This design comes from an exercise in tuning for small area, a short achievable clock period and few clock cycles on the open sky130 flow, not from production work. No functional check of the RTL was part of this run.

===== design/flow/run.sh =====
#!/bin/bash
# synth_recipe.tcl (not shown) runs the flow's synth.tcl, then flattens the netlist and writes it again
# the make line also repeats each setting of config.mk as NAME=value (left out here)
make -C /OpenROAD-flow-scripts/flow DESIGN_CONFIG=/design/flow/config.mk WORK_HOME=/design/flow/orfs CLKGATE_MAP_FILE= SYNTH_SCRIPT=/design/flow/synth_recipe.tcl finish

===== design/flow/config.mk =====
export PLATFORM = sky130hd
export DESIGN_NAME = cp0_bit_engine
export DESIGN_NICKNAME = cp0_bit_engine
export VERILOG_FILES = /design/flow/design.v
export SDC_FILE = /design/flow/constraint.sdc
export NUM_CORES = 8
export LEC_CHECK = 0
export CAP_MARGIN = 20
export CORE_MARGIN = 2
export CORE_UTILIZATION = 40
export SLEW_MARGIN = 20

===== design/flow/constraint.sdc =====
create_clock -name core_clock -period 64.0 [get_ports {clk}]
set_input_delay 12.8000 -clock core_clock [delete_from_list [all_inputs] [get_ports {clk}]]
set_output_delay 12.8000 -clock core_clock [all_outputs]
set_load 0.01 [all_outputs]

===== design/flow/design.v =====
module cp0_bit_engine (
    input  wire        clk,
    input  wire        rst,
    input  wire        cmd_valid,
    output wire        cmd_ready,
    input  wire [5:0]  cmd_func,
    input  wire [7:0]  cmd_mode,
    input  wire [23:0] cmd_n,
    input  wire [31:0] cmd_arg0,
    input  wire [31:0] cmd_arg1,
    input  wire [15:0] cmd_tag,
    input  wire        in_valid,
    output wire        in_ready,
    input  wire [31:0] in_data,
    output wire        out_valid,
    input  wire        out_ready,
    output wire [31:0] out_data,
    output wire        sts_valid,
    input  wire        sts_ready,
    output wire [31:0] sts_word,
    output wire [31:0] sts_crc
);
    localparam [2:0] S_IDLE  = 3'd0;
    localparam [2:0] S_DEC   = 3'd1;
    localparam [2:0] S_CRC   = 3'd2;
    localparam [2:0] S_TAIL  = 3'd3;
    localparam [2:0] S_SKIP  = 3'd4;
    localparam [2:0] S_GEN   = 3'd5;
    localparam [2:0] S_DRAIN = 3'd6;
    localparam [2:0] S_STS   = 3'd7;
    localparam [27:0] JW = 28'd3;    
    function [5:0] crc_len(input [2:0] code);
        case (code)
            3'd0, 3'd1, 3'd2: crc_len = 6'd24;
            3'd3:             crc_len = 6'd16;
            3'd4:             crc_len = 6'd11;
            3'd5:             crc_len = 6'd6;
            3'd6:             crc_len = 6'd8;
            default:          crc_len = 6'd32;
        endcase
    endfunction
    function [31:0] len_mask(input [2:0] code);
        case (code)
            3'd0, 3'd1, 3'd2: len_mask = 32'h00FF_FFFF;
            3'd3:             len_mask = 32'h0000_FFFF;
            3'd4:             len_mask = 32'h0000_07FF;
            3'd5:             len_mask = 32'h0000_003F;
            3'd6:             len_mask = 32'h0000_00FF;
            default:          len_mask = 32'hFFFF_FFFF;
        endcase
    endfunction
    function [31:0] crc_inv(input [31:0] c, input [2:0] code);
        reg [31:0] p;
        begin
            case (code)
                3'd0:    p = 32'h00C3_267D;
                3'd1:    p = 32'h00C0_0031;
                3'd2:    p = 32'h00D9_588B;
                3'd3:    p = 32'h0000_8810;
                3'd4:    p = 32'h0000_0710;
                3'd5:    p = 32'h0000_0030;
                3'd6:    p = 32'h0000_00CD;
                default: p = 32'h05EC_76F1;
            endcase
            if (code == 3'd7)
                crc_inv = {c[30:0], 1'b1} ^ (c[31] ? 32'd0 : p);
            else
                crc_inv = {1'b0, c[31:1]} ^ (c[0] ? p : 32'd0);
        end
    endfunction
    function [4:0] sb(input [4:0] p);
        sb = {p[4:3], ~p[2:0]};
    endfunction
    function [31:0] stream_mask(input [4:0] k);
        integer i;
        begin
            for (i = 0; i < 32; i = i + 1)
                stream_mask[sb(i)] = (i <= k);
        end
    endfunction
    function [63:0] win_shift(input [31:0] a, input [31:0] b);
        reg [31:0] na, nb;
        integer i;
        begin
            na[7] = 1'b0;
            nb[7] = a[24];
            for (i = 1; i < 32; i = i + 1) begin
                na[sb(i)] = a[sb(i - 1)];
                nb[sb(i)] = b[sb(i - 1)];
            end
            win_shift = {na, nb};
        end
    endfunction
    function [31:0] crc_eng(input [31:0] c, input [31:0] d, input [2:0] cd);
        reg [490:0] t;
        reg [31:0] e;
        begin
            t[0] = c[23] ^ d[7];
            t[1] = c[22] ^ d[6];
            t[2] = c[21] ^ d[5];
            t[3] = c[20] ^ d[4];
            t[4] = c[19] ^ d[3];
            t[5] = c[18] ^ d[2];
            t[6] = c[17] ^ d[1];
            t[7] = c[16] ^ d[0];
            t[8] = c[15] ^ d[15];
            t[9] = c[14] ^ d[14];
            t[10] = c[13] ^ d[13];
            t[11] = c[12] ^ d[12];
            t[12] = c[11] ^ d[11];
            t[13] = c[10] ^ d[10];
            t[14] = c[9] ^ d[9];
            t[15] = c[8] ^ d[8];
            t[16] = c[7] ^ d[23];
            t[17] = c[6] ^ d[22];
            t[18] = c[5] ^ d[21];
            t[19] = c[4] ^ d[20];
            t[20] = c[3] ^ d[19];
            t[21] = c[2] ^ d[18];
            t[22] = c[1] ^ d[17];
            t[23] = c[0] ^ d[16];
            t[24] = d[31];
            t[25] = d[30];
            t[26] = d[29];
            t[27] = d[28];
            t[28] = d[27];
            t[29] = d[26];
            t[30] = d[25];
            t[31] = d[24];
            t[32] = c[15] ^ d[7];
            t[33] = c[14] ^ d[6];
            t[34] = c[13] ^ d[5];
            t[35] = c[12] ^ d[4];
            t[36] = c[11] ^ d[3];
            t[37] = c[10] ^ d[2];
            t[38] = c[9] ^ d[1];
            t[39] = c[8] ^ d[0];
            t[40] = c[7] ^ d[15];
            t[41] = c[6] ^ d[14];
            t[42] = c[5] ^ d[13];
            t[43] = c[4] ^ d[12];
            t[44] = c[3] ^ d[11];
            t[45] = c[2] ^ d[10];
            t[46] = c[1] ^ d[9];
            t[47] = c[0] ^ d[8];
            t[48] = d[23];
            t[49] = d[22];
            t[50] = d[21];
            t[51] = d[20];
            t[52] = d[19];
            t[53] = d[18];
            t[54] = d[17];
            t[55] = d[16];
            t[56] = d[31];
            t[57] = d[30];
            t[58] = d[29];
            t[59] = d[28];
            t[60] = d[27];
            t[61] = d[26];
            t[62] = d[25];
            t[63] = d[24];
            t[64] = c[10] ^ d[7];
            t[65] = c[9] ^ d[6];
            t[66] = c[8] ^ d[5];
            t[67] = c[7] ^ d[4];
            t[68] = c[6] ^ d[3];
            t[69] = c[5] ^ d[2];
            t[70] = c[4] ^ d[1];
            t[71] = c[3] ^ d[0];
            t[72] = c[2] ^ d[15];
            t[73] = c[1] ^ d[14];
            t[74] = c[0] ^ d[13];
            t[75] = d[12];
            t[76] = d[11];
            t[77] = d[10];
            t[78] = d[9];
            t[79] = d[8];
            t[80] = d[23];
            t[81] = d[22];
            t[82] = d[21];
            t[83] = d[20];
            t[84] = d[19];
            t[85] = d[18];
            t[86] = d[17];
            t[87] = d[16];
            t[88] = d[31];
            t[89] = d[30];
            t[90] = d[29];
            t[91] = d[28];
            t[92] = d[27];
            t[93] = d[26];
            t[94] = d[25];
            t[95] = d[24];
            t[96] = c[5] ^ d[7];
            t[97] = c[4] ^ d[6];
            t[98] = c[3] ^ d[5];
            t[99] = c[2] ^ d[4];
            t[100] = c[1] ^ d[3];
            t[101] = c[0] ^ d[2];
            t[102] = d[1];
            t[103] = d[0];
            t[104] = d[15];
            t[105] = d[14];
            t[106] = d[13];
            t[107] = d[12];
            t[108] = d[11];
            t[109] = d[10];
            t[110] = d[9];
            t[111] = d[8];
            t[112] = d[23];
            t[113] = d[22];
            t[114] = d[21];
            t[115] = d[20];
            t[116] = d[19];
            t[117] = d[18];
            t[118] = d[17];
            t[119] = d[16];
            t[120] = d[31];
            t[121] = d[30];
            t[122] = d[29];
            t[123] = d[28];
            t[124] = d[27];
            t[125] = d[26];
            t[126] = d[25];
            t[127] = d[24];
            t[128] = c[7] ^ d[7];
            t[129] = c[6] ^ d[6];
            t[130] = c[5] ^ d[5];
            t[131] = c[4] ^ d[4];
            t[132] = c[3] ^ d[3];
            t[133] = c[2] ^ d[2];
            t[134] = c[1] ^ d[1];
            t[135] = c[0] ^ d[0];
            t[136] = d[15];
            t[137] = d[14];
            t[138] = d[13];
            t[139] = d[12];
            t[140] = d[11];
            t[141] = d[10];
            t[142] = d[9];
            t[143] = d[8];
            t[144] = d[23];
            t[145] = d[22];
            t[146] = d[21];
            t[147] = d[20];
            t[148] = d[19];
            t[149] = d[18];
            t[150] = d[17];
            t[151] = d[16];
            t[152] = d[31];
            t[153] = d[30];
            t[154] = d[29];
            t[155] = d[28];
            t[156] = d[27];
            t[157] = d[26];
            t[158] = d[25];
            t[159] = d[24];
            t[160] = ~c[0] ^ d[0];
            t[161] = ~c[1] ^ d[1];
            t[162] = ~c[2] ^ d[2];
            t[163] = ~c[3] ^ d[3];
            t[164] = ~c[4] ^ d[4];
            t[165] = ~c[5] ^ d[5];
            t[166] = ~c[6] ^ d[6];
            t[167] = ~c[7] ^ d[7];
            t[168] = ~c[8] ^ d[8];
            t[169] = ~c[9] ^ d[9];
            t[170] = ~c[10] ^ d[10];
            t[171] = ~c[11] ^ d[11];
            t[172] = ~c[12] ^ d[12];
            t[173] = ~c[13] ^ d[13];
            t[174] = ~c[14] ^ d[14];
            t[175] = ~c[15] ^ d[15];
            t[176] = ~c[16] ^ d[16];
            t[177] = ~c[17] ^ d[17];
            t[178] = ~c[18] ^ d[18];
            t[179] = ~c[19] ^ d[19];
            t[180] = ~c[20] ^ d[20];
            t[181] = ~c[21] ^ d[21];
            t[182] = ~c[22] ^ d[22];
            t[183] = ~c[23] ^ d[23];
            t[184] = ~c[24] ^ d[24];
            t[185] = ~c[25] ^ d[25];
            t[186] = ~c[26] ^ d[26];
            t[187] = ~c[27] ^ d[27];
            t[188] = ~c[28] ^ d[28];
            t[189] = ~c[29] ^ d[29];
            t[190] = ~c[30] ^ d[30];
            t[191] = ~c[31] ^ d[31];
            t[192] = t[20] ^ t[25];
            t[193] = t[2] ^ t[6];
            t[194] = t[19] ^ t[24];
            t[195] = t[18] ^ t[23];
            t[196] = t[21] ^ t[26];
            t[197] = t[3] ^ t[7];
            t[198] = t[4] ^ t[8];
            t[199] = t[1] ^ t[29];
            t[200] = t[14] ^ t[30];
            t[201] = t[22] ^ t[27];
            t[202] = t[5] ^ t[9];
            t[203] = t[11] ^ t[31];
            t[204] = t[160] ^ t[183];
            t[205] = t[166] ^ t[175];
            t[206] = t[0] ^ t[17];
            t[207] = t[15] ^ t[197];
            t[208] = t[16] ^ t[192];
            t[209] = t[162] ^ t[185];
            t[210] = t[161] ^ t[180];
            t[211] = t[10] ^ t[12];
            t[212] = t[28] ^ t[198];
            t[213] = t[193] ^ t[196];
            t[214] = t[164] ^ t[173];
            t[215] = t[170] ^ t[186];
            t[216] = t[181] ^ t[182];
            t[217] = t[194] ^ t[195];
            t[218] = t[165] ^ t[174];
            t[219] = t[163] ^ t[177];
            t[220] = t[167] ^ t[176];
            t[221] = t[13] ^ t[200];
            t[222] = t[179] ^ t[204];
            t[223] = t[169] ^ t[190];
            t[224] = t[171] ^ t[187];
            t[225] = t[188] ^ t[189];
            t[226] = t[199] ^ t[202];
            t[227] = t[70] ^ t[71];
            t[228] = t[191] ^ t[205];
            t[229] = t[72] ^ t[83];
            t[230] = t[168] ^ t[214];
            t[231] = t[172] ^ t[178];
            t[232] = t[184] ^ t[216];
            t[233] = t[203] ^ t[211];
            t[234] = t[206] ^ t[207];
            t[235] = t[35] ^ t[41];
            t[236] = t[34] ^ t[40];
            t[237] = t[33] ^ t[39];
            t[238] = t[32] ^ t[38];
            t[239] = t[68] ^ t[227];
            t[240] = t[210] ^ t[219];
            t[241] = t[31] ^ t[208];
            t[242] = t[19] ^ t[195];
            t[243] = t[18] ^ t[201];
            t[244] = t[0] ^ t[13];
            t[245] = t[43] ^ t[51];
            t[246] = t[44] ^ t[52];
            t[247] = t[42] ^ t[50];
            t[248] = t[47] ^ t[55];
            t[249] = t[46] ^ t[54];
            t[250] = t[45] ^ t[53];
            t[251] = t[69] ^ t[82];
            t[252] = t[73] ^ t[84];
            t[253] = t[85] ^ t[92];
            t[254] = t[87] ^ t[88];
            t[255] = t[81] ^ t[239];
            t[256] = t[128] ^ t[138];
            t[257] = t[187] ^ t[215];
            t[258] = t[193] ^ t[212];
            t[259] = t[14] ^ t[201];
            t[260] = t[10] ^ t[221];
            t[261] = t[12] ^ t[30];
            t[262] = t[213] ^ t[217];
            t[263] = t[37] ^ t[246];
            t[264] = t[86] ^ t[229];
            t[265] = t[91] ^ t[255];
            t[266] = t[67] ^ t[78];
            t[267] = t[89] ^ t[253];
            t[268] = t[76] ^ t[254];
            t[269] = t[105] ^ t[123];
            t[270] = t[131] ^ t[147];
            t[271] = t[135] ^ t[256];
            t[272] = t[209] ^ t[218];
            t[273] = t[9] ^ t[17];
            t[274] = t[196] ^ t[233];
            t[275] = t[234] ^ t[241];
            t[276] = t[0] ^ t[3];
            t[277] = t[15] ^ t[16];
            t[278] = t[22] ^ t[28];
            t[279] = t[1] ^ t[23];
            t[280] = t[5] ^ t[194];
            t[281] = t[208] ^ t[244];
            t[282] = t[200] ^ t[201];
            t[283] = t[26] ^ t[29];
            t[284] = t[10] ^ t[28];
            t[285] = t[36] ^ t[245];
            t[286] = t[235] ^ t[263];
            t[287] = t[49] ^ t[57];
            t[288] = t[237] ^ t[247];
            t[289] = t[48] ^ t[56];
            t[290] = t[59] ^ t[248];
            t[291] = t[58] ^ t[249];
            t[292] = t[238] ^ t[250];
            t[293] = t[74] ^ t[252];
            t[294] = t[80] ^ t[251];
            t[295] = t[79] ^ t[90];
            t[296] = t[93] ^ t[264];
            t[297] = t[104] ^ t[108];
            t[298] = t[107] ^ t[122];
            t[299] = t[109] ^ t[124];
            t[300] = t[112] ^ t[269];
            t[301] = t[103] ^ t[121];
            t[302] = t[132] ^ t[158];
            t[303] = t[140] ^ t[146];
            t[304] = t[141] ^ t[270];
            t[305] = t[144] ^ t[271];
            t[306] = t[139] ^ t[145];
            t[307] = t[159] ^ t[306];
            t[308] = t[161] ^ t[228];
            t[309] = t[222] ^ t[230];
            t[310] = t[167] ^ t[231];
            t[311] = t[186] ^ t[223];
            t[312] = t[166] ^ t[189];
            t[313] = t[183] ^ t[209];
            t[314] = t[165] ^ t[172];
            t[315] = t[191] ^ t[220];
            t[316] = t[182] ^ t[225];
            t[317] = t[168] ^ t[225];
            t[318] = t[20] ^ t[194];
            t[319] = t[202] ^ t[242];
            t[320] = t[12] ^ t[207];
            t[321] = t[9] ^ t[31];
            t[322] = t[8] ^ t[213];
            t[323] = t[15] ^ t[243];
            t[324] = t[24] ^ t[199];
            t[325] = t[2] ^ t[280];
            t[326] = t[7] ^ t[192];
            t[327] = t[4] ^ t[6];
            t[328] = t[10] ^ t[226];
            t[329] = t[0] ^ t[1];
            t[330] = t[25] ^ t[28];
            t[331] = t[192] ^ t[202];
            t[332] = t[212] ^ t[262];
            t[333] = t[16] ^ t[197];
            t[334] = t[62] ^ t[236];
            t[335] = t[236] ^ t[289];
            t[336] = t[94] ^ t[95];
            t[337] = t[65] ^ t[265];
            t[338] = t[64] ^ t[266];
            t[339] = t[267] ^ t[338];
            t[340] = t[66] ^ t[77];
            t[341] = t[75] ^ t[268];
            t[342] = t[96] ^ t[299];
            t[343] = t[102] ^ t[120];
            t[344] = t[111] ^ t[297];
            t[345] = t[116] ^ t[118];
            t[346] = t[125] ^ t[126];
            t[347] = t[298] ^ t[344];
            t[348] = t[300] ^ t[342];
            t[349] = t[101] ^ t[119];
            t[350] = t[106] ^ t[110];
            t[351] = t[114] ^ t[301];
            t[352] = t[130] ^ t[303];
            t[353] = t[152] ^ t[305];
            t[354] = t[157] ^ t[304];
            t[355] = t[129] ^ t[307];
            t[356] = t[143] ^ t[151];
            t[357] = t[142] ^ t[150];
            t[358] = t[184] ^ t[257];
            t[359] = t[163] ^ t[232];
            t[360] = t[162] ^ t[210];
            t[361] = t[164] ^ t[222];
            t[362] = t[169] ^ t[178];
            t[363] = t[205] ^ t[216];
            t[364] = t[218] ^ t[240];
            t[365] = t[184] ^ t[188];
            t[366] = t[204] ^ t[224];
            t[367] = t[190] ^ t[215];
            t[368] = t[176] ^ t[313];
            t[369] = t[15] ^ t[27];
            t[370] = t[199] ^ t[273];
            t[371] = t[212] ^ t[274];
            t[372] = t[4] ^ t[21];
            t[373] = t[17] ^ t[27];
            t[374] = t[13] ^ t[14];
            t[375] = t[21] ^ t[278];
            t[376] = t[10] ^ t[321];
            t[377] = t[26] ^ t[258];
            t[378] = t[199] ^ t[318];
            t[379] = t[5] ^ t[29];
            t[380] = t[196] ^ t[206];
            t[381] = t[200] ^ t[325];
            t[382] = t[217] ^ t[327];
            t[383] = t[198] ^ t[203];
            t[384] = t[217] ^ t[276];
            t[385] = t[195] ^ t[203];
            t[386] = t[11] ^ t[22];
            t[387] = t[206] ^ t[213];
            t[388] = t[21] ^ t[226];
            t[389] = t[242] ^ t[283];
            t[390] = t[11] ^ t[29];
            t[391] = t[12] ^ t[17];
            t[392] = t[7] ^ t[198];
            t[393] = t[13] ^ t[195];
            t[394] = t[11] ^ t[198];
            t[395] = t[202] ^ t[233];
            t[396] = t[5] ^ t[332];
            t[397] = t[13] ^ t[31];
            t[398] = t[226] ^ t[275];
            t[399] = t[6] ^ t[194];
            t[400] = t[192] ^ t[193];
            t[401] = t[5] ^ t[208];
            t[402] = t[14] ^ t[203];
            t[403] = t[207] ^ t[331];
            t[404] = t[19] ^ t[282];
            t[405] = t[30] ^ t[328];
            t[406] = t[206] ^ t[211];
            t[407] = t[11] ^ t[27];
            t[408] = t[194] ^ t[258];
            t[409] = t[333] ^ t[408];
            t[410] = t[221] ^ t[283];
            t[411] = t[259] ^ t[279];
            t[412] = t[6] ^ t[20];
            t[413] = t[63] ^ t[286];
            t[414] = t[247] ^ t[285];
            t[415] = t[334] ^ t[414];
            t[416] = t[34] ^ t[288];
            t[417] = t[61] ^ t[287];
            t[418] = t[41] ^ t[49];
            t[419] = t[60] ^ t[238];
            t[420] = t[335] ^ t[419];
            t[421] = t[32] ^ t[290];
            t[422] = t[37] ^ t[48];
            t[423] = t[245] ^ t[290];
            t[424] = t[38] ^ t[291];
            t[425] = t[36] ^ t[292];
            t[426] = t[293] ^ t[336];
            t[427] = t[293] ^ t[296];
            t[428] = t[295] ^ t[337];
            t[429] = t[90] ^ t[227];
            t[430] = t[252] ^ t[429];
            t[431] = t[84] ^ t[294];
            t[432] = t[88] ^ t[265];
            t[433] = t[229] ^ t[340];
            t[434] = t[266] ^ t[268];
            t[435] = t[251] ^ t[341];
            t[436] = t[99] ^ t[115];
            t[437] = t[127] ^ t[346];
            t[438] = t[343] ^ t[345];
            t[439] = t[348] ^ t[436];
            t[440] = t[98] ^ t[347];
            t[441] = t[117] ^ t[349];
            t[442] = t[350] ^ t[351];
            t[443] = t[97] ^ t[100];
            t[444] = t[113] ^ t[443];
            t[445] = t[133] ^ t[134];
            t[446] = t[137] ^ t[352];
            t[447] = t[156] ^ t[302];
            t[448] = t[353] ^ t[447];
            t[449] = t[354] ^ t[445];
            t[450] = t[136] ^ t[355];
            t[451] = t[147] ^ t[155];
            t[452] = t[356] ^ t[451];
            t[453] = t[154] ^ t[357];
            t[454] = t[143] ^ t[149];
            t[455] = t[153] ^ t[454];
            t[456] = t[142] ^ t[148];
            t[457] = t[163] ^ t[185];
            t[458] = t[204] ^ t[214];
            t[459] = t[272] ^ t[311];
            t[460] = t[171] ^ t[240];
            t[461] = t[172] ^ t[312];
            t[462] = t[170] ^ t[360];
            t[463] = t[171] ^ t[222];
            t[464] = t[220] ^ t[314];
            t[465] = t[359] ^ t[463];
            t[466] = t[160] ^ t[179];
            t[467] = t[362] ^ t[364];
            t[468] = t[183] ^ t[220];
            t[469] = t[177] ^ t[210];
            t[470] = t[180] ^ t[183];
            t[471] = t[181] ^ t[231];
            t[472] = t[170] ^ t[191];
            t[473] = t[223] ^ t[366];
            t[474] = t[164] ^ t[272];
            t[475] = t[223] ^ t[308];
            t[476] = t[185] ^ t[224];
            t[477] = t[316] ^ t[367];
            t[478] = t[181] ^ t[358];
            t[479] = t[214] ^ t[228];
            t[480] = t[215] ^ t[232];
            t[481] = t[174] ^ t[309];
            t[482] = t[169] ^ t[173];
            t[483] = t[179] ^ t[310];
            t[484] = t[224] ^ t[228];
            t[485] = t[230] ^ t[311];
            t[486] = t[368] ^ t[484];
            t[487] = t[190] ^ t[315];
            t[488] = t[186] ^ t[365];
            t[489] = t[178] ^ t[219];
            t[490] = t[209] ^ t[219];
            e = 32'd0;
            case (cd)
            3'd0: begin
                e[0] = t[221] ^ t[369] ^ t[370] ^ t[371];
                e[1] = t[1] ^ t[275] ^ t[372];
                e[2] = t[193] ^ t[200] ^ t[276] ^ t[277] ^ t[318];
                e[3] = t[2] ^ t[30] ^ t[319] ^ t[371] ^ t[373];
                e[4] = t[18] ^ t[241] ^ t[320] ^ t[374] ^ t[375];
                e[5] = t[376] ^ t[377] ^ t[378];
                e[6] = t[4] ^ t[25] ^ t[234] ^ t[242] ^ t[274] ^ t[374] ^ t[379];
                e[7] = t[3] ^ t[241] ^ t[322] ^ t[323] ^ t[324];
                e[8] = t[15] ^ t[28] ^ t[279] ^ t[326] ^ t[380] ^ t[381];
                e[9] = t[199] ^ t[259] ^ t[281] ^ t[382];
                e[10] = t[282] ^ t[328] ^ t[383] ^ t[384];
                e[11] = t[2] ^ t[259] ^ t[320] ^ t[329] ^ t[385];
                e[12] = t[1] ^ t[260] ^ t[386] ^ t[387];
                e[13] = t[211] ^ t[281] ^ t[388];
                e[14] = t[27] ^ t[31] ^ t[260] ^ t[378] ^ t[380];
                e[15] = t[9] ^ t[28] ^ t[261] ^ t[281] ^ t[389];
                e[16] = t[8] ^ t[194] ^ t[323] ^ t[330] ^ t[390] ^ t[391];
                e[17] = t[261] ^ t[277] ^ t[321] ^ t[324] ^ t[392] ^ t[393];
                e[18] = t[196] ^ t[197] ^ t[201] ^ t[244] ^ t[279] ^ t[327] ^ t[376];
                e[19] = t[22] ^ t[261] ^ t[276] ^ t[322] ^ t[331];
                e[20] = t[21] ^ t[199] ^ t[325] ^ t[326] ^ t[394];
                e[21] = t[20] ^ t[197] ^ t[284] ^ t[329] ^ t[382];
                e[22] = t[3] ^ t[193] ^ t[201] ^ t[206] ^ t[319];
                e[23] = t[2] ^ t[28] ^ t[29] ^ t[221] ^ t[243] ^ t[277] ^ t[395];
            end
            3'd1: begin
                e[0] = t[199] ^ t[275] ^ t[282] ^ t[396];
                e[1] = t[8] ^ t[397];
                e[2] = t[7] ^ t[261];
                e[3] = t[6] ^ t[390];
                e[4] = t[5] ^ t[284];
                e[5] = t[8] ^ t[200] ^ t[262] ^ t[278] ^ t[398];
                e[6] = t[3] ^ t[26] ^ t[397];
                e[7] = t[2] ^ t[25] ^ t[261];
                e[8] = t[11] ^ t[324];
                e[9] = t[0] ^ t[23] ^ t[284];
                e[10] = t[9] ^ t[201];
                e[11] = t[8] ^ t[196];
                e[12] = t[326];
                e[13] = t[399];
                e[14] = t[5] ^ t[195];
                e[15] = t[4] ^ t[17] ^ t[22];
                e[16] = t[3] ^ t[16] ^ t[21];
                e[17] = t[2] ^ t[15] ^ t[20];
                e[18] = t[1] ^ t[14] ^ t[19];
                e[19] = t[18] ^ t[244];
                e[20] = t[391];
                e[21] = t[11] ^ t[16];
                e[22] = t[10] ^ t[15];
                e[23] = t[30] ^ t[201] ^ t[332] ^ t[398];
            end
            3'd2: begin
                e[0] = t[4] ^ t[260] ^ t[370] ^ t[385] ^ t[400];
                e[1] = t[12] ^ t[22] ^ t[258] ^ t[384] ^ t[401] ^ t[402];
                e[2] = t[21] ^ t[29] ^ t[31] ^ t[259] ^ t[399] ^ t[403];
                e[3] = t[20] ^ t[221] ^ t[396];
                e[4] = t[193] ^ t[197] ^ t[395] ^ t[404];
                e[5] = t[13] ^ t[18] ^ t[213] ^ t[394] ^ t[405];
                e[6] = t[192] ^ t[197] ^ t[212] ^ t[226] ^ t[406];
                e[7] = t[0] ^ t[9] ^ t[407] ^ t[409];
                e[8] = t[373] ^ t[383] ^ t[403] ^ t[410];
                e[9] = t[25] ^ t[211] ^ t[409] ^ t[410];
                e[10] = t[24] ^ t[193] ^ t[226] ^ t[320] ^ t[330] ^ t[393] ^ t[407];
                e[11] = t[5] ^ t[11] ^ t[24] ^ t[377] ^ t[406] ^ t[411];
                e[12] = t[20] ^ t[31] ^ t[200] ^ t[243] ^ t[333] ^ t[379] ^ t[387];
                e[13] = t[196] ^ t[277] ^ t[284] ^ t[319] ^ t[402];
                e[14] = t[192] ^ t[198] ^ t[260] ^ t[273] ^ t[323];
                e[15] = t[1] ^ t[30] ^ t[197] ^ t[198] ^ t[208] ^ t[233] ^ t[262];
                e[16] = t[217] ^ t[234] ^ t[386] ^ t[400] ^ t[405];
                e[17] = t[8] ^ t[30] ^ t[203] ^ t[280] ^ t[281] ^ t[375];
                e[18] = t[7] ^ t[20] ^ t[29] ^ t[30] ^ t[211] ^ t[217] ^ t[369] ^ t[372];
                e[19] = t[3] ^ t[11] ^ t[14] ^ t[273] ^ t[278] ^ t[389] ^ t[412];
                e[20] = t[16] ^ t[23] ^ t[203] ^ t[212] ^ t[388] ^ t[404] ^ t[412];
                e[21] = t[19] ^ t[202] ^ t[203] ^ t[234] ^ t[322] ^ t[330] ^ t[411];
                e[22] = t[24] ^ t[213] ^ t[243] ^ t[260] ^ t[329] ^ t[392] ^ t[401];
                e[23] = t[0] ^ t[18] ^ t[207] ^ t[274] ^ t[381];
            end
            3'd3: begin
                e[0] = t[55] ^ t[59] ^ t[285] ^ t[413];
                e[1] = t[35] ^ t[54] ^ t[58] ^ t[415];
                e[2] = t[53] ^ t[235] ^ t[416] ^ t[417];
                e[3] = t[33] ^ t[52] ^ t[418] ^ t[420];
                e[4] = t[40] ^ t[51] ^ t[237] ^ t[421] ^ t[422];
                e[5] = t[39] ^ t[50] ^ t[238] ^ t[291] ^ t[413] ^ t[423];
                e[6] = t[37] ^ t[250] ^ t[287] ^ t[415] ^ t[424];
                e[7] = t[36] ^ t[250] ^ t[286] ^ t[288] ^ t[289] ^ t[417];
                e[8] = t[49] ^ t[235] ^ t[246] ^ t[248] ^ t[285] ^ t[420];
                e[9] = t[35] ^ t[236] ^ t[249] ^ t[288] ^ t[422] ^ t[423];
                e[10] = t[47] ^ t[291] ^ t[416] ^ t[418] ^ t[425];
                e[11] = t[33] ^ t[40] ^ t[46] ^ t[48] ^ t[286] ^ t[287] ^ t[292];
                e[12] = t[39] ^ t[45] ^ t[63] ^ t[235] ^ t[335] ^ t[421];
                e[13] = t[44] ^ t[237] ^ t[248] ^ t[334] ^ t[424];
                e[14] = t[37] ^ t[43] ^ t[57] ^ t[61] ^ t[237] ^ t[249] ^ t[292];
                e[15] = t[42] ^ t[56] ^ t[60] ^ t[263] ^ t[425];
            end
            3'd4: begin
                e[0] = t[66] ^ t[71] ^ t[75] ^ t[91] ^ t[253] ^ t[254] ^ t[264] ^ t[294] ^ t[426];
                e[1] = t[82] ^ t[85] ^ t[87] ^ t[94] ^ t[427] ^ t[428];
                e[2] = t[81] ^ t[294] ^ t[296] ^ t[339] ^ t[430];
                e[3] = t[79] ^ t[267] ^ t[431] ^ t[432] ^ t[433];
                e[4] = t[83] ^ t[428] ^ t[431] ^ t[434];
                e[5] = t[72] ^ t[77] ^ t[295] ^ t[339] ^ t[426] ^ t[432];
                e[6] = t[69] ^ t[80] ^ t[89] ^ t[91] ^ t[93] ^ t[94] ^ t[430] ^ t[433] ^ t[434];
                e[7] = t[65] ^ t[89] ^ t[92] ^ t[239] ^ t[295] ^ t[296] ^ t[340] ^ t[435];
                e[8] = t[74] ^ t[86] ^ t[337] ^ t[339] ^ t[435];
                e[9] = t[64] ^ t[67] ^ t[77] ^ t[82] ^ t[90] ^ t[92] ^ t[229] ^ t[255] ^ t[336];
                e[10] = t[67] ^ t[70] ^ t[81] ^ t[95] ^ t[267] ^ t[341] ^ t[427];
            end
            3'd5: begin
                e[0] = t[347] ^ t[437] ^ t[438] ^ t[439];
                e[1] = t[115] ^ t[123] ^ t[124] ^ t[346] ^ t[440] ^ t[441] ^ t[442];
                e[2] = t[125] ^ t[269] ^ t[298] ^ t[299] ^ t[438] ^ t[442] ^ t[444];
                e[3] = t[106] ^ t[113] ^ t[121] ^ t[122] ^ t[297] ^ t[343] ^ t[439] ^ t[441];
                e[4] = t[100] ^ t[120] ^ t[300] ^ t[345] ^ t[349] ^ t[351] ^ t[440];
                e[5] = t[108] ^ t[116] ^ t[117] ^ t[119] ^ t[301] ^ t[348] ^ t[350] ^ t[437] ^ t[444];
            end
            3'd6: begin
                e[0] = t[159] ^ t[446] ^ t[448] ^ t[449];
                e[1] = t[141] ^ t[353] ^ t[450] ^ t[452];
                e[2] = t[134] ^ t[137] ^ t[158] ^ t[303] ^ t[305] ^ t[356] ^ t[453];
                e[3] = t[136] ^ t[270] ^ t[307] ^ t[352] ^ t[357] ^ t[448] ^ t[455];
                e[4] = t[128] ^ t[132] ^ t[133] ^ t[140] ^ t[149] ^ t[156] ^ t[355] ^ t[452] ^ t[456];
                e[5] = t[139] ^ t[144] ^ t[146] ^ t[148] ^ t[155] ^ t[256] ^ t[302] ^ t[304] ^ t[453];
                e[6] = t[138] ^ t[145] ^ t[154] ^ t[354] ^ t[446] ^ t[455];
                e[7] = t[153] ^ t[271] ^ t[302] ^ t[449] ^ t[450] ^ t[456];
            end
            3'd7: begin
                e[31] = ~(t[182] ^ t[218] ^ t[308] ^ t[309] ^ t[358] ^ t[457]);
                e[30] = ~(t[310] ^ t[359] ^ t[458] ^ t[459]);
                e[29] = ~(t[230] ^ t[232] ^ t[313] ^ t[460] ^ t[461]);
                e[28] = ~(t[188] ^ t[462] ^ t[464] ^ t[465]);
                e[27] = ~(t[224] ^ t[361] ^ t[362] ^ t[363] ^ t[462]);
                e[26] = ~(t[168] ^ t[215] ^ t[216] ^ t[466] ^ t[467]);
                e[25] = ~(t[162] ^ t[228] ^ t[232] ^ t[257] ^ t[467] ^ t[468]);
                e[24] = ~(t[176] ^ t[309] ^ t[363] ^ t[459] ^ t[469]);
                e[23] = ~(t[257] ^ t[312] ^ t[315] ^ t[470] ^ t[471]);
                e[22] = ~(t[174] ^ t[230] ^ t[240] ^ t[365] ^ t[472] ^ t[473]);
                e[21] = ~(t[172] ^ t[184] ^ t[189] ^ t[220] ^ t[474] ^ t[475]);
                e[20] = ~(t[179] ^ t[191] ^ t[476] ^ t[477]);
                e[19] = ~(t[178] ^ t[185] ^ t[223] ^ t[225] ^ t[478]);
                e[18] = ~(t[169] ^ t[170] ^ t[316] ^ t[364] ^ t[466] ^ t[479]);
                e[17] = ~(t[188] ^ t[231] ^ t[368] ^ t[475] ^ t[480]);
                e[16] = ~(t[168] ^ t[175] ^ t[185] ^ t[189] ^ t[218] ^ t[232] ^ t[469] ^ t[473]);
                e[15] = ~(t[180] ^ t[220] ^ t[225] ^ t[480] ^ t[481]);
                e[14] = ~(t[187] ^ t[188] ^ t[363] ^ t[457] ^ t[470] ^ t[482] ^ t[483]);
                e[13] = ~(t[175] ^ t[209] ^ t[458] ^ t[460] ^ t[471] ^ t[472]);
                e[12] = ~(t[177] ^ t[180] ^ t[314] ^ t[485] ^ t[486]);
                e[11] = ~(t[173] ^ t[366] ^ t[461] ^ t[487]);
                e[10] = ~(t[171] ^ t[205] ^ t[314] ^ t[477]);
                e[9] = ~(t[186] ^ t[308] ^ t[317] ^ t[465] ^ t[482]);
                e[8] = ~(t[163] ^ t[181] ^ t[190] ^ t[360] ^ t[479] ^ t[483] ^ t[488]);
                e[7] = ~(t[190] ^ t[222] ^ t[224] ^ t[231] ^ t[240] ^ t[272] ^ t[312]);
                e[6] = ~(t[174] ^ t[317] ^ t[486] ^ t[489]);
                e[5] = ~(t[166] ^ t[168] ^ t[188] ^ t[361] ^ t[487] ^ t[490]);
                e[4] = ~(t[178] ^ t[189] ^ t[209] ^ t[315] ^ t[367] ^ t[481]);
                e[3] = ~(t[177] ^ t[191] ^ t[218] ^ t[223] ^ t[257] ^ t[310] ^ t[317] ^ t[361]);
                e[2] = ~(t[166] ^ t[220] ^ t[316] ^ t[476] ^ t[485] ^ t[489]);
                e[1] = ~(t[205] ^ t[317] ^ t[464] ^ t[478] ^ t[490]);
                e[0] = ~(t[169] ^ t[205] ^ t[210] ^ t[224] ^ t[468] ^ t[474] ^ t[488]);
            end
            endcase
            crc_eng = e;
        end
    endfunction
    function [61:0] x1_adv(input [30:0] s);
        reg [48:0] t;
        reg [30:0] a, j;
        begin
            t[30:0] = s;
            t[31] = t[9] ^ t[12];
            t[32] = t[10] ^ t[13];
            t[33] = t[11] ^ t[14];
            t[34] = t[15] ^ t[18];
            t[35] = t[16] ^ t[19];
            t[36] = t[17] ^ t[20];
            t[37] = t[21] ^ t[24];
            t[38] = t[22] ^ t[25];
            t[39] = t[23] ^ t[26];
            t[40] = t[27] ^ t[30];
            t[41] = t[0] ^ t[28];
            t[42] = t[1] ^ t[29];
            t[43] = t[2] ^ t[5];
            t[44] = t[3] ^ t[6];
            t[45] = t[4] ^ t[7];
            t[46] = t[5] ^ t[8];
            t[47] = t[3] ^ t[41];
            t[48] = t[4] ^ t[42];
            a[0] = t[1] ^ t[4];
            a[1] = t[43];
            a[2] = t[44];
            a[3] = t[45];
            a[4] = t[46];
            a[5] = t[6] ^ t[9];
            a[6] = t[7] ^ t[10];
            a[7] = t[8] ^ t[11];
            a[8] = t[31];
            a[9] = t[32];
            a[10] = t[33];
            a[11] = t[12] ^ t[15];
            a[12] = t[13] ^ t[16];
            a[13] = t[14] ^ t[17];
            a[14] = t[34];
            a[15] = t[35];
            a[16] = t[36];
            a[17] = t[18] ^ t[21];
            a[18] = t[19] ^ t[22];
            a[19] = t[20] ^ t[23];
            a[20] = t[37];
            a[21] = t[38];
            a[22] = t[39];
            a[23] = t[24] ^ t[27];
            a[24] = t[25] ^ t[28];
            a[25] = t[26] ^ t[29];
            a[26] = t[40];
            a[27] = t[47];
            a[28] = t[48];
            a[29] = t[30] ^ t[43];
            a[30] = t[0] ^ t[6];
            j[0] = t[31] ^ t[44];
            j[1] = t[32] ^ t[45];
            j[2] = t[33] ^ t[46];
            j[3] = t[6] ^ t[15] ^ t[31];
            j[4] = t[7] ^ t[16] ^ t[32];
            j[5] = t[8] ^ t[17] ^ t[33];
            j[6] = t[31] ^ t[34];
            j[7] = t[32] ^ t[35];
            j[8] = t[33] ^ t[36];
            j[9] = t[12] ^ t[21] ^ t[34];
            j[10] = t[13] ^ t[22] ^ t[35];
            j[11] = t[14] ^ t[23] ^ t[36];
            j[12] = t[34] ^ t[37];
            j[13] = t[35] ^ t[38];
            j[14] = t[36] ^ t[39];
            j[15] = t[18] ^ t[27] ^ t[37];
            j[16] = t[19] ^ t[28] ^ t[38];
            j[17] = t[20] ^ t[29] ^ t[39];
            j[18] = t[37] ^ t[40];
            j[19] = t[38] ^ t[47];
            j[20] = t[39] ^ t[48];
            j[21] = t[24] ^ t[40] ^ t[43];
            j[22] = t[6] ^ t[25] ^ t[41];
            j[23] = t[7] ^ t[26] ^ t[42];
            j[24] = t[2] ^ t[8] ^ t[40];
            j[25] = t[9] ^ t[41];
            j[26] = t[10] ^ t[42];
            j[27] = t[2] ^ t[11] ^ t[30];
            j[28] = t[0] ^ t[12];
            j[29] = t[1] ^ t[13];
            j[30] = t[2] ^ t[14];
            x1_adv = {j, a};
        end
    endfunction
    function [61:0] x2_adv(input [30:0] s);
        reg [61:0] t;
        reg [30:0] a, j;
        begin
            t[30:0] = s;
            t[31] = t[2] ^ t[3];
            t[32] = t[11] ^ t[12];
            t[33] = t[13] ^ t[14];
            t[34] = t[15] ^ t[16];
            t[35] = t[17] ^ t[18];
            t[36] = t[19] ^ t[20];
            t[37] = t[21] ^ t[22];
            t[38] = t[23] ^ t[24];
            t[39] = t[25] ^ t[26];
            t[40] = t[27] ^ t[28];
            t[41] = t[29] ^ t[30];
            t[42] = t[1] ^ t[31];
            t[43] = t[4] ^ t[5];
            t[44] = t[6] ^ t[7];
            t[45] = t[8] ^ t[9];
            t[46] = t[0] ^ t[4];
            t[47] = t[0] ^ t[42];
            t[48] = t[2] ^ t[6];
            t[49] = t[10] ^ t[45];
            t[50] = t[9] ^ t[10];
            t[51] = t[12] ^ t[13];
            t[52] = t[14] ^ t[15];
            t[53] = t[16] ^ t[17];
            t[54] = t[18] ^ t[19];
            t[55] = t[20] ^ t[21];
            t[56] = t[22] ^ t[23];
            t[57] = t[24] ^ t[25];
            t[58] = t[26] ^ t[27];
            t[59] = t[28] ^ t[29];
            t[60] = t[30] ^ t[47];
            t[61] = t[1] ^ t[5];
            a[0] = t[4] ^ t[42];
            a[1] = t[31] ^ t[43];
            a[2] = t[3] ^ t[6] ^ t[43];
            a[3] = t[43] ^ t[44];
            a[4] = t[5] ^ t[8] ^ t[44];
            a[5] = t[44] ^ t[45];
            a[6] = t[7] ^ t[49];
            a[7] = t[11] ^ t[49];
            a[8] = t[32] ^ t[50];
            a[9] = t[10] ^ t[13] ^ t[32];
            a[10] = t[32] ^ t[33];
            a[11] = t[12] ^ t[15] ^ t[33];
            a[12] = t[33] ^ t[34];
            a[13] = t[14] ^ t[17] ^ t[34];
            a[14] = t[34] ^ t[35];
            a[15] = t[16] ^ t[19] ^ t[35];
            a[16] = t[35] ^ t[36];
            a[17] = t[18] ^ t[21] ^ t[36];
            a[18] = t[36] ^ t[37];
            a[19] = t[20] ^ t[23] ^ t[37];
            a[20] = t[37] ^ t[38];
            a[21] = t[22] ^ t[25] ^ t[38];
            a[22] = t[38] ^ t[39];
            a[23] = t[24] ^ t[27] ^ t[39];
            a[24] = t[39] ^ t[40];
            a[25] = t[26] ^ t[29] ^ t[40];
            a[26] = t[40] ^ t[41];
            a[27] = t[28] ^ t[41] ^ t[47];
            a[28] = t[41] ^ t[46];
            a[29] = t[0] ^ t[5] ^ t[30] ^ t[31];
            a[30] = t[46] ^ t[48];
            j[0] = t[3] ^ t[4] ^ t[32];
            j[1] = t[43] ^ t[51];
            j[2] = t[5] ^ t[6] ^ t[33];
            j[3] = t[44] ^ t[52];
            j[4] = t[7] ^ t[8] ^ t[34];
            j[5] = t[45] ^ t[53];
            j[6] = t[35] ^ t[50];
            j[7] = t[10] ^ t[11] ^ t[54];
            j[8] = t[32] ^ t[36];
            j[9] = t[51] ^ t[55];
            j[10] = t[33] ^ t[37];
            j[11] = t[52] ^ t[56];
            j[12] = t[34] ^ t[38];
            j[13] = t[53] ^ t[57];
            j[14] = t[35] ^ t[39];
            j[15] = t[54] ^ t[58];
            j[16] = t[36] ^ t[40];
            j[17] = t[55] ^ t[59];
            j[18] = t[37] ^ t[41];
            j[19] = t[56] ^ t[60];
            j[20] = t[38] ^ t[46];
            j[21] = t[57] ^ t[61];
            j[22] = t[39] ^ t[48];
            j[23] = t[3] ^ t[7] ^ t[58];
            j[24] = t[4] ^ t[8] ^ t[40];
            j[25] = t[5] ^ t[9] ^ t[59];
            j[26] = t[6] ^ t[10] ^ t[41];
            j[27] = t[7] ^ t[11] ^ t[60];
            j[28] = t[8] ^ t[12] ^ t[46];
            j[29] = t[9] ^ t[13] ^ t[61];
            j[30] = t[10] ^ t[14] ^ t[48];
            x2_adv = {j, a};
        end
    endfunction
    function [30:0] x1_step(input [30:0] s);
        x1_step = {s[3] ^ s[0], s[30:1]};
    endfunction
    function [30:0] x2_step(input [30:0] s);
        x2_step = {s[3] ^ s[2] ^ s[1] ^ s[0], s[30:1]};
    endfunction
    function [31:0] gold_word(input [30:0] a, input [30:0] b);
        reg [31:0] g;
        integer i;
        begin
            for (i = 0; i < 31; i = i + 1)
                g[sb(i)] = a[i] ^ b[i];
            g[24] = a[3] ^ a[0] ^ b[3] ^ b[2] ^ b[1] ^ b[0];
            gold_word = g;
        end
    endfunction
    reg [2:0]  st;
    reg [5:0]  func;
    reg [3:0]  mode;
    reg [15:0] tag;
    reg        r_par;
    reg        r_mis;
    reg [31:0] crc;      
    reg [30:0] x1;
    reg [30:0] x2;       
    reg [31:0] w;        
    reg        wf;       
    reg [31:0] od;       
    reg        ov;
    reg        sv;
    reg        cr;
    reg        ir;
    reg [23:0] nr;       
    reg [5:0]  zc;       
    reg        extra;    
    wire [2:0]  code   = mode[2:0];
    wire        is_gen = (func == 6'h00);
    wire        is_chk = (func == 6'h01);
    wire        is_gold = (func == 6'h08);
    wire        is_scr = (func == 6'h09);
    wire [5:0]  clen   = crc_len(code);
    wire [18:0] pc     = nr[23:5];
    wire [4:0]  km1    = nr[4:0];
    wire        last   = (pc == 19'd0);
    assign cmd_ready = cr;
    assign in_ready  = ir;
    assign out_valid = ov;
    assign out_data  = od;
    assign sts_valid = sv;
    assign sts_word  = {tag, 6'd0, func, r_mis, r_par, 1'b0, 1'b1};
    assign sts_crc   = crc;
    wire cmd_fire = cmd_valid && cr;
    wire in_fire  = in_valid && ir;
    wire out_free = !ov || out_ready;
    wire [24:0] dsub   = {1'b0, nr} - (is_chk ? {19'd0, clen} + 25'd1 : 25'd1);
    wire        borrow = dsub[24];
    wire        bad_fn = !(is_gen || is_chk || is_gold || is_scr);
    wire        param  = bad_fn ||
                         ((is_gen || is_chk) &&
                          (mode[3] || (code == 3'd7 && nr[2:0] != 3'd0) || (is_chk && borrow)));
    wire [4:0]  dkm1   = dsub[4:0];
    wire        dextra = is_chk && ({1'b0, dkm1} >= 6'd32 - clen);
    wire [31:0] crc_init = (code == 3'd7) ? 32'd0 : ({1'b0, x2} & len_mask(code));
    wire [27:0] skip_w = {1'b0, crc[31:5]} + 28'd50;
    wire [31:0] dmask   = last ? stream_mask(km1) : 32'hFFFF_FFFF;
    wire [31:0] crc_w   = crc_eng(crc, w & dmask, code);
    wire [31:0] crc_b   = crc_inv(crc, code);
    wire [5:0]  tail0   = 6'd63 - {1'b0, km1} - (is_chk ? clen : 6'd32);
    wire        inv_on  = (zc > (is_chk ? 6'd32 - clen : 6'd0));
    wire [63:0] win     = win_shift(od, w);
    wire [31:0] wbs     = {w[7:0], w[15:8], w[23:16], w[31:24]};
    wire [61:0] x1a = x1_adv(x1);
    wire [61:0] x2a = x2_adv(x2);
    wire [31:0] gw  = gold_word(x1, x2);
    wire [27:0] q   = crc[27:0];
    wire        q_j = (q >= JW);
    wire [31:0] src = (is_gold || !(wf || in_fire)) ? 32'd0 : (wf ? w : in_data);
    wire        gen_go = out_free && (is_gold || wf || in_fire);
    reg [2:0]  st_n;
    reg [31:0] crc_n;
    reg [30:0] x1_n, x2_n;
    reg [31:0] w_n, od_n;
    reg        wf_n, ov_n, sv_n, ir_n;
    reg [23:0] nr_n;
    reg [5:0]  zc_n;
    reg        extra_n, r_par_n, r_mis_n;
    reg        ir_fetch;    
    always @(*) begin
        st_n    = st;
        crc_n   = crc;
        x1_n    = x1;
        x2_n    = x2;
        w_n     = w;
        od_n    = od;
        wf_n    = wf;
        ov_n    = ov && !out_ready;
        sv_n    = sv;
        nr_n    = nr;
        zc_n    = zc;
        extra_n = extra;
        r_par_n = r_par;
        r_mis_n = r_mis;
        ir_fetch = 1'b0;
        if (in_fire) begin
            w_n  = in_data;
            wf_n = 1'b1;
        end
        case (st)
        S_IDLE: if (cmd_fire) begin
            st_n = S_DEC;
            nr_n = cmd_n;
            crc_n = cmd_arg1;
            x1_n = 31'd1;
            x2_n = cmd_arg0[30:0];
            r_par_n = 1'b0;
            r_mis_n = 1'b0;
        end
        S_DEC: begin
            nr_n = dsub[23:0];
            extra_n = dextra;
            if (param) begin
                r_par_n = 1'b1;
                crc_n = 32'd0;
                sv_n = 1'b1;
                st_n = S_STS;
            end else if (is_gen || is_chk) begin
                crc_n = crc_init;
                if (borrow) begin           
                    sv_n = 1'b1;
                    st_n = S_STS;
                end else begin
                    st_n = S_CRC;
                    ir_fetch = (dsub[23:5] != 19'd0) || dextra || !wf_n;
                end
            end else begin
                crc_n = {4'd0, skip_w};
                zc_n = {1'b0, crc[4:0]};
                if (borrow) begin           
                    crc_n = 32'd0;
                    sv_n = 1'b1;
                    st_n = S_STS;
                end else
                    st_n = S_SKIP;
            end
        end
        S_CRC: begin
            if (wf) begin
                crc_n = crc_w;
                wf_n = in_fire;
                if (!last) begin
                    nr_n[23:5] = pc - 19'd1;
                end else begin
                    od_n = w;
                    zc_n = tail0;
                    if (is_gen && km1 == 5'd31) begin
                        sv_n = 1'b1;
                        st_n = S_STS;
                    end else
                        st_n = S_TAIL;
                end
            end
            if (st_n == S_CRC)
                ir_fetch = (nr_n[23:6] != 18'd0) ||
                           ({1'b0, nr_n[5]} + 2'd1 + {1'b0, extra} > {1'b0, wf_n});
            else
                ir_fetch = is_chk && extra && !wf_n;
        end
        S_TAIL: begin
            if (!(is_chk && extra && !wf)) begin
                if (zc != 6'd0) begin
                    zc_n = zc - 6'd1;
                    if (inv_on)
                        crc_n = crc_b;
                    if (is_chk)
                        {od_n, w_n} = win;
                end
                if (zc_n == 6'd0) begin
                    r_mis_n = is_chk &&
                              (crc_n != ((code == 3'd7) ? w_n
                                        : ({w_n[7:0], w_n[15:8], w_n[23:16], w_n[31:24]} & len_mask(code))));
                    if (is_chk)
                        wf_n = 1'b0;
                    sv_n = 1'b1;
                    st_n = S_STS;
                end
            end
            ir_fetch = is_chk && extra && !wf_n && (st_n == S_TAIL);
        end
        S_SKIP: begin
            if (zc != 6'd0) begin
                x1_n = x1_step(x1);
                x2_n = x2_step(x2);
                zc_n = zc - 6'd1;
            end else if (q_j) begin
                x1_n = x1a[61:31];
                x2_n = x2a[61:31];
                crc_n = {4'd0, q - JW};
            end else begin
                x1_n = x1a[30:0];
                x2_n = x2a[30:0];
                crc_n = {4'd0, q - 28'd1};
            end
            if (zc_n == 6'd0 && crc_n == 32'd0)
                st_n = S_GEN;
        end
        S_GEN: begin
            if (gen_go) begin
                od_n = (src ^ gw) & dmask;
                ov_n = 1'b1;
                x1_n = x1a[30:0];
                x2_n = x2a[30:0];
                if (is_scr)
                    wf_n = 1'b0;    
                if (last)
                    st_n = S_DRAIN;
                else
                    nr_n[23:5] = pc - 19'd1;
            end
        end
        S_DRAIN: if (out_free) begin
            sv_n = 1'b1;
            st_n = S_STS;
        end
        S_STS: if (sts_ready) begin
            sv_n = 1'b0;
            st_n = S_IDLE;
        end
        default: st_n = S_IDLE;
        endcase
        if (st_n == S_CRC || (st == S_CRC) || (st_n == S_TAIL && is_chk))
            ir_n = ir_fetch;
        else if (st == S_DEC && (is_gen || is_chk) && st_n == S_CRC)
            ir_n = ir_fetch;
        else
            ir_n = !wf_n;
    end
    always @(posedge clk) begin
        if (rst) begin
            st <= S_IDLE;
            wf <= 1'b0;
            ov <= 1'b0;
            sv <= 1'b0;
            cr <= 1'b1;
            ir <= 1'b1;
        end else begin
            st <= st_n;
            wf <= wf_n;
            ov <= ov_n;
            sv <= sv_n;
            cr <= (st_n == S_IDLE);
            ir <= ir_n;
        end
        if (cmd_fire) begin
            func <= cmd_func;
            mode <= cmd_mode[3:0];
            tag  <= cmd_tag;
        end
        crc   <= crc_n;
        x1    <= x1_n;
        x2    <= x2_n;
        w     <= w_n;
        od    <= od_n;
        nr    <= nr_n;
        zc    <= zc_n;
        extra <= extra_n;
        r_par <= r_par_n;
        r_mis <= r_mis_n;
    end
endmodule

==> PnR_summary.wiki <==
{| class="wikitable"
! Metric !! Value
|-
| Status || no timing/DRC/antenna violations
|-
| Max-cap violation count || 0
|-
| Max clock buf depth || 3
|-
| Number of placement rows || 108
|-
| Placer's final routability congestion estimate || around 1.1
|-
| Buffer cell driving the clock tree root || clkbuf_16
|-
| Clock-pin transition on the worst setup and hold timing paths || about 0.06 ns
|-
| Core area || 86600 sq um
|-
| Number of cells produced by synthesis || 4005
|-
| Critical path endpoint category || flop
|-
| Initial core utilization || 40.3%
|-
| Count of final setup violators || 0
|-
| Detail-routed net length per standard cell || 33.3 um
|-
| Share of the synthesized area in the top cell type || 17.9%
|-
| Required arrival time at the worst endpoint || 64.47 ns
|-
| CTS sink cnt || 225
|-
| Most used flip-flop cell after synthesis || edfxtp_1
|-
| Number of synthesized register bits || 225
|-
| Layout area overhead || 14.4%
|-
| Average footprint of a synthesized cell || 8.72 sq um
|-
| Setup skew after layout || 0.0362 ns
|-
| Transition time at the pin with the least slew margin || ~1.2 ns
|-
| Clock buffer count from CTS || 34
|-
| End of the worst register-to-register path || crc[19]$_DFFE_PP_
|-
| Wire length of the first global-routing pass || 243000 um
|-
| Total Negative Setup Slacks || 0 ns
|-
| Post CTS Setup Buffer Count || 0
|-
| Kind of launch point of the worst setup path || primary input
|-
| Worst Hold Class || reg -> reg
|-
| Source of the worst register-to-register timing path || mode[1]$_DFFE_PP_
|-
| Fraction of layout instances using a drive strength above 1 || 8.28%
|-
| Antenna violations before repair || 4
|-
| DRC Markers || 0
|-
| Longest individual stage delay on the worst path || 0.83 ns
|-
| Global route overflow || 0
|-
| Total GRT Usage || a little under two fifths
|-
| Hold buffer count at CTS || 0
|-
| Category of the most critical setup path || in -> reg
|-
| Global-route met3 utilization || around 9%
|-
| DIE AREA || 89700 sq um
|-
| Antenna-violating nets left || 0
|-
| Unrepaired setup endpoints after global routing || false
|-
| Post-layout min period || approximately 16 ns
|-
| Launch point of the critical path || in_valid
|-
| Iter 0 DRT Violations || between 5000 and 6000
|-
| Reg2reg setup slack || around 57 ns
|-
| Met1 usage in global routing || 48.8%
|-
| Final wirelength || 176000 um
|-
| Commonest non-fill, non-tap cells in the layout || 711 x xnor2_1, 298 x nor2_1, 295 x nand2_1, 284 x o21ai_0, 257 x xor2_1
|-
| Post-synthesis cell area || 34900 sq um
|-
| Post-place instance area || 38700 sq um
|-
| Clock Latency Late Sink || 0.59 ns
|-
| Via total after detailed routing || 34333
|-
| Cell type of the slowest stage on the worst timing path || a31oi_1
|-
| Share of the yosys chip area belonging to registers || 18.2%
|-
| # resized after CTS || 0
|-
| Final net count || 4272
|-
| Summed area of non-filler cells in the final layout || 40000 sq um
|-
| Routed via count divided by cell count || 6.52
|-
| Total number of H-tree levels || 2
|-
| Most frequent standard cell in the layout excluding fill and tap cells || xnor2_1
|-
| Most frequent cell on the critical path || o21ai_0
|-
| Number of distinct library cells after synthesis || 109
|-
| Highest attainable clock frequency || 61.7 MHz
|-
| Via count of the first global-routing pass || 31670
|-
| TritonCTS clock tree || built
|-
| Biggest area contributors in the synthesized netlist || xnor2_1 18%, edfxtp_1 16%, xnor3_1 13%, xor2_1 6.4%, o21ai_0 4.1%
|-
| Met2 global-route usage || between 50% and 60%
|-
| IO Pins || 256
|-
| Crit path capture || ir$_SDFF_PP1_
|-
| Pin count of the biggest net entering global routing || between 60 and 70
|-
| Smallest hold slack || 0.511 ns
|-
| Critical path cell sequence || clkdlybuf4s50_1, and2_2, buf_4, nor2_1, o21ai_0, nand2b_1, o21ai_0, nand4_1, a31oi_1, o21ai_0, a31o_2
|-
| Number of hold-slack violations in the final timing report || 0
|-
| Number of cells on the worst reg-to-reg path || 19
|-
| Height of the chip || between 200 and 300 um
|-
| Horizontal extent of the die || 299 um
|-
| Maximum net fanout on the critical path || 52
|-
| Synth warn || 1
|-
| Async set-or-reset flop fraction in the synthesized netlist || 0%
|-
| Number of synthesized flops with an enable pin || 185
|-
| Post-DP HPWL || roughly 130000 um
|-
| Count of input and output buffers || 242
|-
| Worst-case headroom to the max-slew limit || between 20% and 30%
|-
| Cell taking the most area after synthesis || xnor2_1
|-
| GR peak layer || met2
|-
| TritonRoute pass-1 iters || 7
|-
| Endpoint arrival time on the critical path || 16.68 ns
|-
| Final count of pins violating max slew || 0
|-
| Final worst path period share || 25.3%
|}
## cell usage after synthesis, types with 11 or more instances
| cell type | n |
|---|---|
| o211ai_1 | 19 |
| nand3_1 | 58 |
| a2111oi_0 | 13 |
| buf_1 | 36 |
| a211oi_1 | 41 |
| a22oi_1 | 71 |
| a21oi_1 | 241 |
| edfxtp_1 | 185 |
| o221ai_1 | 20 |
| and3_1 | 28 |
| xor3_1 | 14 |
| mux2_2 | 18 |
| a221oi_1 | 18 |
| xor2_1 | 257 |
| a21o_1 | 17 |
| nand3b_1 | 12 |
| buf_4 | 12 |
| xnor3_1 | 200 |
| xor2_2 | 11 |
| nand2b_1 | 14 |
| dfxtp_1 | 40 |
| a31oi_1 | 39 |
| nor3_1 | 60 |
| mux2i_1 | 87 |
| o21a_1 | 11 |
| and2_1 | 12 |
| o22ai_1 | 86 |
| clkbuf_1 | 290 |
| o31a_1 | 12 |
| inv_1 | 61 |
| xnor2_2 | 17 |
| nor2b_1 | 12 |
| ha_1 | 34 |
| a221o_1 | 32 |
| or3_1 | 21 |
| o211a_1 | 11 |
| o21ai_0 | 286 |
| xnor2_1 | 715 |
| nand2_1 | 299 |
| buf_2 | 20 |
| nand4_1 | 25 |
| nor2_1 | 304 |
| nor4_1 | 28 |
| nor3b_1 | 15 |
| a211o_1 | 11 |
## critical path: cells and delay by family
kind                   cells  cell delay [ns]
buffers and inverters      2             1.05
AOI/OAI and AO/OA          5             1.81
and+or+nand+nor            4             1.00
## cells by family after synthesis
kind of cell | synth area share (%)
AO/OA/AOI/OAI | 19.7
AND/OR/NAND/NOR | 12.7
buffers and inverters | 4.82
adder cells (fa/ha/maj) | 1.33
multiplexers | 3.07
flip-flops | 18.2
other | 0.0215
XOR/XNOR | 40.1
## flip-flops by register name, indices dropped and copies added, names as in the netlist, 6 cells and up
register and flops:
tag 16, crc 32, nr 24, x1 31, func 6, x2 31, od 32, w 32
zc 6
## worst min path at each step
stage,startpoint,to,slack (ns),depth (start not counted)
6_report,sv$_SDFFE_PP0P_,sv$_SDFFE_PP0P_,0.51,2
5_1_grt,sv$_SDFFE_PP0P_,sv$_SDFFE_PP0P_,0.56,2
4_1_cts,sv$_SDFFE_PP0P_,sv$_SDFFE_PP0P_,0.51,2
3_5_place_dp,sv$_SDFFE_PP0P_,sv$_SDFFE_PP0P_,0.50,2
3_3_place_gp,sv$_SDFFE_PP0P_,sv$_SDFFE_PP0P_,0.49,2
2_1_floorplan,sv$_SDFFE_PP0P_,sv$_SDFFE_PP0P_,0.52,2
## cell type report
class                           instances  area [sq um]
Antenna cell                            6          15.0
Clock buffer                           42           891
Multi-Input combinational cell       3361         27100
Timing Repair Buffer                  392          3550
Sequential cell                       225          6360
Tap cell                             1155          1450
Clock inverter                         20           368
Fill cell                            8398         46700
Inverter                               66           248
## through the flow
step	util, %	cells	setup WS [ns]
CTS	46.1	5261	48.02
detailed placement	44.7	5199	47.40
floorplan	-	4013	46.74
finish	46.1	5267	47.79
global placement	44.6	5198	47.37
global route	46.1	5261	47.90
## per-layer routing
layer | vias up | wire [um]
li1 | 14464 | -
met1 | 16486 | 65600
met2 | 2686 | 73700
met3 | 693 | 21700
met4 | 4 | 14600
met5 | - | 26

-- afterwards: timing with drivers on the ports --
The flow's constraints put no driver on any port. The routed layout listed below was extracted and timed again, unchanged, in two steps. Step 1 (the two cells are an assumption about what drives the block):
set clk [get_ports {clk}]
set_driving_cell -lib_cell sky130_fd_sc_hd__clkbuf_16 $clk
set_driving_cell -lib_cell sky130_fd_sc_hd__buf_2 [delete_from_list [all_inputs] $clk]
Step 2, shift: input delay + t, output delay - t, t = (earliest + latest rising clock arrival at the registers) / 2. This alone moves slack from input paths to output paths. Slacks: ideal / step 1 / step 2; pairs: ideal / step 1.
shift t [ns]: 0.644
slack for setup (ns): 47.795 / 47.826 / 47.182
worst setup path at the end: input to register
latest minus earliest clock arrival (ns): 0.036 / 0.036
cell pins on the clock port's net: 1
After both steps setup and hold are still met in this run. For this run, drivers alone change the setup slack by +0.031 ns; drivers and shift together by -0.613 ns.
